What follows belongs to an exercise in optimizing a design on an open flow for small area, a short achievable clock period and few clock cycles per item; a production flow would make more cautious choices. No activity file was given, so power comes from the tool's default toggle rates.

==> run B <==
==> flow/design.v <==
module walk_corr (
    input  wire         clk,
    input  wire         rst,
    input  wire         in_valid,
    output wire         in_ready,
    input  wire [23:0]  in_t_lo,
    input  wire [23:0]  in_t_l,
    input  wire [15:0]  in_tot_lo,
    input  wire [1:0]   in_level,
    input  wire [9:0]   in_thr_lo,
    input  wire [9:0]   in_thr_mid,
    input  wire [9:0]   in_thr_hi,
    input  wire         in_has_fall,
    input  wire         in_fall_en,
    input  wire         in_walk_en,
    input  wire [511:0] lut,
    output reg          out_valid,
    output reg  [23:0]  out_t_c,
    output reg          out_nowalk
);
    wire nowalk_i = !in_has_fall || !in_fall_en;
    wire pass_i   = !in_walk_en || nowalk_i;
    wire c_ml = in_thr_mid > in_thr_lo;
    wire c_hl = in_thr_hi  > in_thr_lo;
    wire c_hm = in_thr_hi  > in_thr_mid;
    wire lvl1 = (in_level == 2'd1);
    wire two_i  = lvl1 ? c_ml : (in_level != 2'd0) && (c_ml || c_hl);
    wire sel_hi = !lvl1 && (c_ml ? c_hm : c_hl);
    wire [9:0] d_mid = in_thr_mid - in_thr_lo;
    wire [9:0] d_hi  = in_thr_hi  - in_thr_lo;
    wire [9:0] d_i   = sel_hi ? d_hi : d_mid;
    wire [23:0] diff_i = in_t_l - in_t_lo;
    wire big_i = (diff_i[23:21] != 3'd0) && (in_thr_lo != 10'd0);
    wire [7:0] bin    = in_tot_lo[15:8];
    wire       top    = (bin >= 8'd31);
    wire [4:0] idx    = top ? 5'd31 : bin[4:0];
    wire [7:0] frac_i = top ? 8'd0 : in_tot_lo[7:0];
    wire [3:0] j_o    = idx[4:1];
    wire [3:0] j_e    = idx[4:1] + {3'd0, idx[0]};
    wire [15:0] ev    = lut[32*j_e +: 16];
    wire [15:0] ov    = lut[32*j_o + 16 +: 16];
    wire [15:0] lut0  = idx[0] ? ov : ev;
    wire [15:0] lut1  = idx[0] ? ev : ov;
    wire [16:0] delta = {1'b0, lut1} - {1'b0, lut0};
    wire div_i = two_i && !pass_i;
    reg         a_v, a_pass, a_div, a_big, a_nw;
    reg  [23:0] a_tlo;
    reg  [9:0]  a_x;       
    reg  [21:0] a_y;       
    reg  [15:0] a_k;       
    reg         b_v, b_nw;
    reg  [1:0]  b_cnt;     
    reg         b_first;   
    reg         b_hiz;     
    reg  [23:0] b_tlo;
    reg  [11:0] b_w;       
    reg  [9:0]  b_r;       
    reg  [10:0] b_n;       
    reg  [9:0]  b_d;
    wire b_busy = (b_cnt != 2'd0);
    wire [24:0] k_add = a_div ? {16'd0, a_k[9:1]} : {1'b0, a_k, 8'h80};
    wire signed [33:0] mac = $signed({1'b0, a_x}) * $signed(a_y) + $signed({1'b0, k_add});
    wire [31:0] m = mac[31:0];
    wire [15:0] w_t = mac[23:8];
    wire [11:0] w_tab = (w_t[15:11] != 5'd0) ? 12'h800 : {1'b0, w_t[10:0]};
    wire sat = b_first && (!b_hiz || (b_r >= b_d));
    reg  [10:0] t;
    reg  [9:0]  r;
    reg  [10:0] n;
    reg  [3:0]  q;
    integer k;
    always @(*) begin
        r = b_r;
        n = b_n;
        q = 4'd0;
        for (k = 0; k < 4; k = k + 1) begin
            if (k == 0 && b_first) begin
                t = {1'b0, r};
            end else begin
                t = {r, n[10]};
                n = {n[9:0], 1'b0};
            end
            q = {q[2:0], (t >= {1'b0, b_d})};
            r = q[0] ? (t - {1'b0, b_d}) : t[9:0];
        end
    end
    assign in_ready = !(a_v && a_div) && !(b_cnt[1] && !sat);
    wire [24:0] tc = {1'b0, b_tlo} - {13'd0, b_w};
    always @(posedge clk) begin
        a_v    <= in_valid && in_ready && !rst;
        a_pass <= pass_i;
        a_div  <= div_i;
        a_big  <= big_i;
        a_nw   <= nowalk_i;
        a_tlo  <= in_t_lo;
        a_x    <= div_i ? in_thr_lo : {2'b00, frac_i};
        a_y    <= div_i ? {1'b0, diff_i[20:0]} : {{5{delta[16]}}, delta};
        a_k    <= div_i ? {6'd0, d_i} : lut0;
        if (rst) begin
            b_v   <= 1'b0;
            b_cnt <= 2'd0;
        end else if (!b_busy) begin
            b_v     <= a_v;
            b_nw    <= a_nw;
            b_tlo   <= a_tlo;
            b_d     <= a_k[9:0];
            b_hiz   <= (m[31:21] == 11'd0);
            b_r     <= m[20:11];
            b_n     <= m[10:0];
            b_first <= 1'b1;
            if (a_pass) begin
                b_w   <= 12'd0;
                b_cnt <= 2'd0;
            end else if (a_div) begin
                b_w   <= 12'h800;
                b_cnt <= (a_v && !a_big) ? 2'd3 : 2'd0;
            end else begin
                b_w   <= w_tab;
                b_cnt <= 2'd0;
            end
        end else begin
            b_first <= 1'b0;
            if (sat) begin
                b_w   <= 12'h800;
                b_cnt <= 2'd0;
            end else begin
                b_w   <= {b_w[7:0], q};
                b_r   <= r;
                b_n   <= n;
                b_cnt <= b_cnt - 2'd1;
            end
        end
        out_valid  <= !rst && b_v && !b_busy;
        out_t_c    <= tc[24] ? 24'd0 : tc[23:0];
        out_nowalk <= b_nw;
    end
endmodule
==> flow/run.sh <==
#!/bin/bash
# synth_recipe.tcl (not shown) runs the flow's synth.tcl, then flattens the netlist and writes it again
# the make line also repeats each setting of config.mk as NAME=value (left out here)
make -C /OpenROAD-flow-scripts/flow DESIGN_CONFIG=/design/flow/config.mk WORK_HOME=/design/flow/orfs CLKGATE_MAP_FILE= SYNTH_SCRIPT=/design/flow/synth_recipe.tcl finish
==> flow/config.mk <==
export PLATFORM = sky130hd
export DESIGN_NAME = walk_corr
export DESIGN_NICKNAME = walk_corr
export VERILOG_FILES = /design/flow/design.v
export SDC_FILE = /design/flow/constraint.sdc
export NUM_CORES = 4
export LEC_CHECK = 0
export CAP_MARGIN = 20
export CORE_MARGIN = 2
export CORE_UTILIZATION = 40
export SLEW_MARGIN = 20
==> flow/constraint.sdc <==
create_clock -name core_clock -period 13.0 [get_ports {clk}]
set_input_delay 2.6000 -clock core_clock [delete_from_list [all_inputs] [get_ports {clk}]]
set_output_delay 2.6000 -clock core_clock [all_outputs]
set_load 0.01 [all_outputs]
==> inputs of run Y, as changes to run B <==
--- a/flow/design.v
+++ b/flow/design.v
@@ -57,3 +57,3 @@
     reg  [9:0]  b_r;       
-    reg  [10:0] b_n;       
+    reg  [11:0] b_n;       
     reg  [9:0]  b_d;
@@ -61,3 +61,29 @@
     wire [24:0] k_add = a_div ? {16'd0, a_k[9:1]} : {1'b0, a_k, 8'h80};
-    wire signed [33:0] mac = $signed({1'b0, a_x}) * $signed(a_y) + $signed({1'b0, k_add});
+    reg  [33:0] row [0:5];
+    reg  [33:0] negv;
+    reg  [22:0] bm, bp;
+    reg         bneg, bone, btwo, bx0;
+    integer     bi;
+    always @(*) begin
+        negv = 34'd0;
+        for (bi = 0; bi < 6; bi = bi + 1) begin
+            bx0  = (bi == 0) ? 1'b0 : a_x[2*bi-1];
+            if (bi == 5) begin
+                bneg = 1'b0;
+                bone = bx0;
+                btwo = 1'b0;
+            end else begin
+                bneg = a_x[2*bi+1] & ~(a_x[2*bi] & bx0);
+                bone = a_x[2*bi] ^ bx0;
+                btwo = (a_x[2*bi+1] & ~a_x[2*bi] & ~bx0) | (~a_x[2*bi+1] & a_x[2*bi] & bx0);
+            end
+            bm = bone ? {a_y[21], a_y} : (btwo ? {a_y, 1'b0} : 23'd0);
+            bp = bneg ? ~bm : bm;
+            row[bi] = {11'd0, ~bp[22], bp[21:0]} << (2*bi);
+            negv[2*bi] = bneg;
+        end
+    end
+    localparam [33:0] BOOTH_C = 34'h0 - 34'h155400000;
+    wire [33:0] mac = row[0] + row[1] + row[2] + row[3] + row[4] + row[5] + negv
+                      + BOOTH_C + {9'd0, k_add};
     wire [31:0] m = mac[31:0];
@@ -65,6 +91,6 @@
     wire [11:0] w_tab = (w_t[15:11] != 5'd0) ? 12'h800 : {1'b0, w_t[10:0]};
-    wire sat = b_first && (!b_hiz || (b_r >= b_d));
     reg  [10:0] t;
+    reg  [11:0] s;
     reg  [9:0]  r;
-    reg  [10:0] n;
+    reg  [11:0] n;
     reg  [3:0]  q;
@@ -76,13 +102,11 @@
         for (k = 0; k < 4; k = k + 1) begin
-            if (k == 0 && b_first) begin
-                t = {1'b0, r};
-            end else begin
-                t = {r, n[10]};
-                n = {n[9:0], 1'b0};
-            end
-            q = {q[2:0], (t >= {1'b0, b_d})};
-            r = q[0] ? (t - {1'b0, b_d}) : t[9:0];
+            t = {r, n[11]};
+            n = {n[10:0], 1'b0};
+            s = {1'b0, t} - {2'b00, b_d};
+            q = {q[2:0], !s[11]};
+            r = q[0] ? s[9:0] : t[9:0];
         end
     end
-    assign in_ready = !(a_v && a_div) && !(b_cnt[1] && !sat);
+    wire sat = b_first && (!b_hiz || q[3]);
+    assign in_ready = !(a_v && a_div && !a_big) && !(b_cnt[1] && !sat);
     wire [24:0] tc = {1'b0, b_tlo} - {13'd0, b_w};
@@ -106,5 +130,5 @@
             b_d     <= a_k[9:0];
-            b_hiz   <= (m[31:21] == 11'd0);
-            b_r     <= m[20:11];
-            b_n     <= m[10:0];
+            b_hiz   <= (m[31:22] == 10'd0);
+            b_r     <= m[21:12];
+            b_n     <= m[11:0];
             b_first <= 1'b1;
==> flow/flow/run.sh (new file) <==
#!/bin/bash
# The standard layout, with the smallest buffer (buf_1) on every input and
# output port instead of the one buffer_ports picks by default.
set -euo pipefail
export BUFFER_PORTS_ARGS="-buffer_cell sky130_fd_sc_hd__buf_1"
bash standard.sh > standard_flow.log 2>&1
==> flow/standard.sh (new file) <==
#!/bin/bash
# synth_recipe.tcl (not shown) runs the flow's synth.tcl, then flattens the netlist and writes it again
# the make line also repeats each setting of config.mk as NAME=value (left out here)
make -C /OpenROAD-flow-scripts/flow DESIGN_CONFIG=/design/flow/config.mk WORK_HOME=/design/flow/orfs CLKGATE_MAP_FILE= SYNTH_SCRIPT=/design/flow/synth_recipe.tcl "${@:-finish}"
- ABC_CLOCK_PERIOD_IN_PS: default -> 2000
- SETUP_SLACK_MARGIN: default -> 5
removed: flow/run.sh
==> notes <==
In run B the synthesized cell count is larger than in run Y, by about 12%.
Against run B, the worst setup slack of run Y is higher by 2.6 ns.
Against run B, the sequential power of run Y is higher by about 10%.
In run Y the clock power is larger than in run B, by about 6%.
Function was not checked in any run of this note: the RTL went through the layout flow alone.

==> what the ideal ports hide <==
Ports are ideal in the flow. The routed layouts listed here were re-timed in OpenROAD. Step 1 (the two cells are an assumption about what drives the block):
set clk [get_ports {clk}]
set_driving_cell -lib_cell sky130_fd_sc_hd__clkbuf_16 $clk
set_driving_cell -lib_cell sky130_fd_sc_hd__buf_2 [delete_from_list [all_inputs] $clk]
Step 2 adds t to the input delays and takes it off the output delays; t is the mean of the earliest and latest rising clock arrival at the registers after step 1. Input paths then give back, and output paths get back, about the clock's delay inside the block. Slacks: no drivers / after step 1 / after step 2; pairs: no drivers / after step 1.
| run | t, ns | slack for setup (ns) | worst setup path at the end | clock arrival spread, ns | slew at the worst register clock pin (ns) |
|---|---|---|---|---|---|
| run B | 0.522 | 2.441 / 2.441 / 2.441 | register to register | 0.014 / 0.015 | 0.08 / 0.08 |
| run Y | 0.518 | 5.005 / 5.005 / 4.710 | input to register | 0.016 / 0.017 | 0.09 / 0.09 |
After both steps setup and hold are still met in every run listed. For run Y, which loses most, drivers alone change the setup slack by 0.000 ns; drivers and shift together by -0.295 ns.
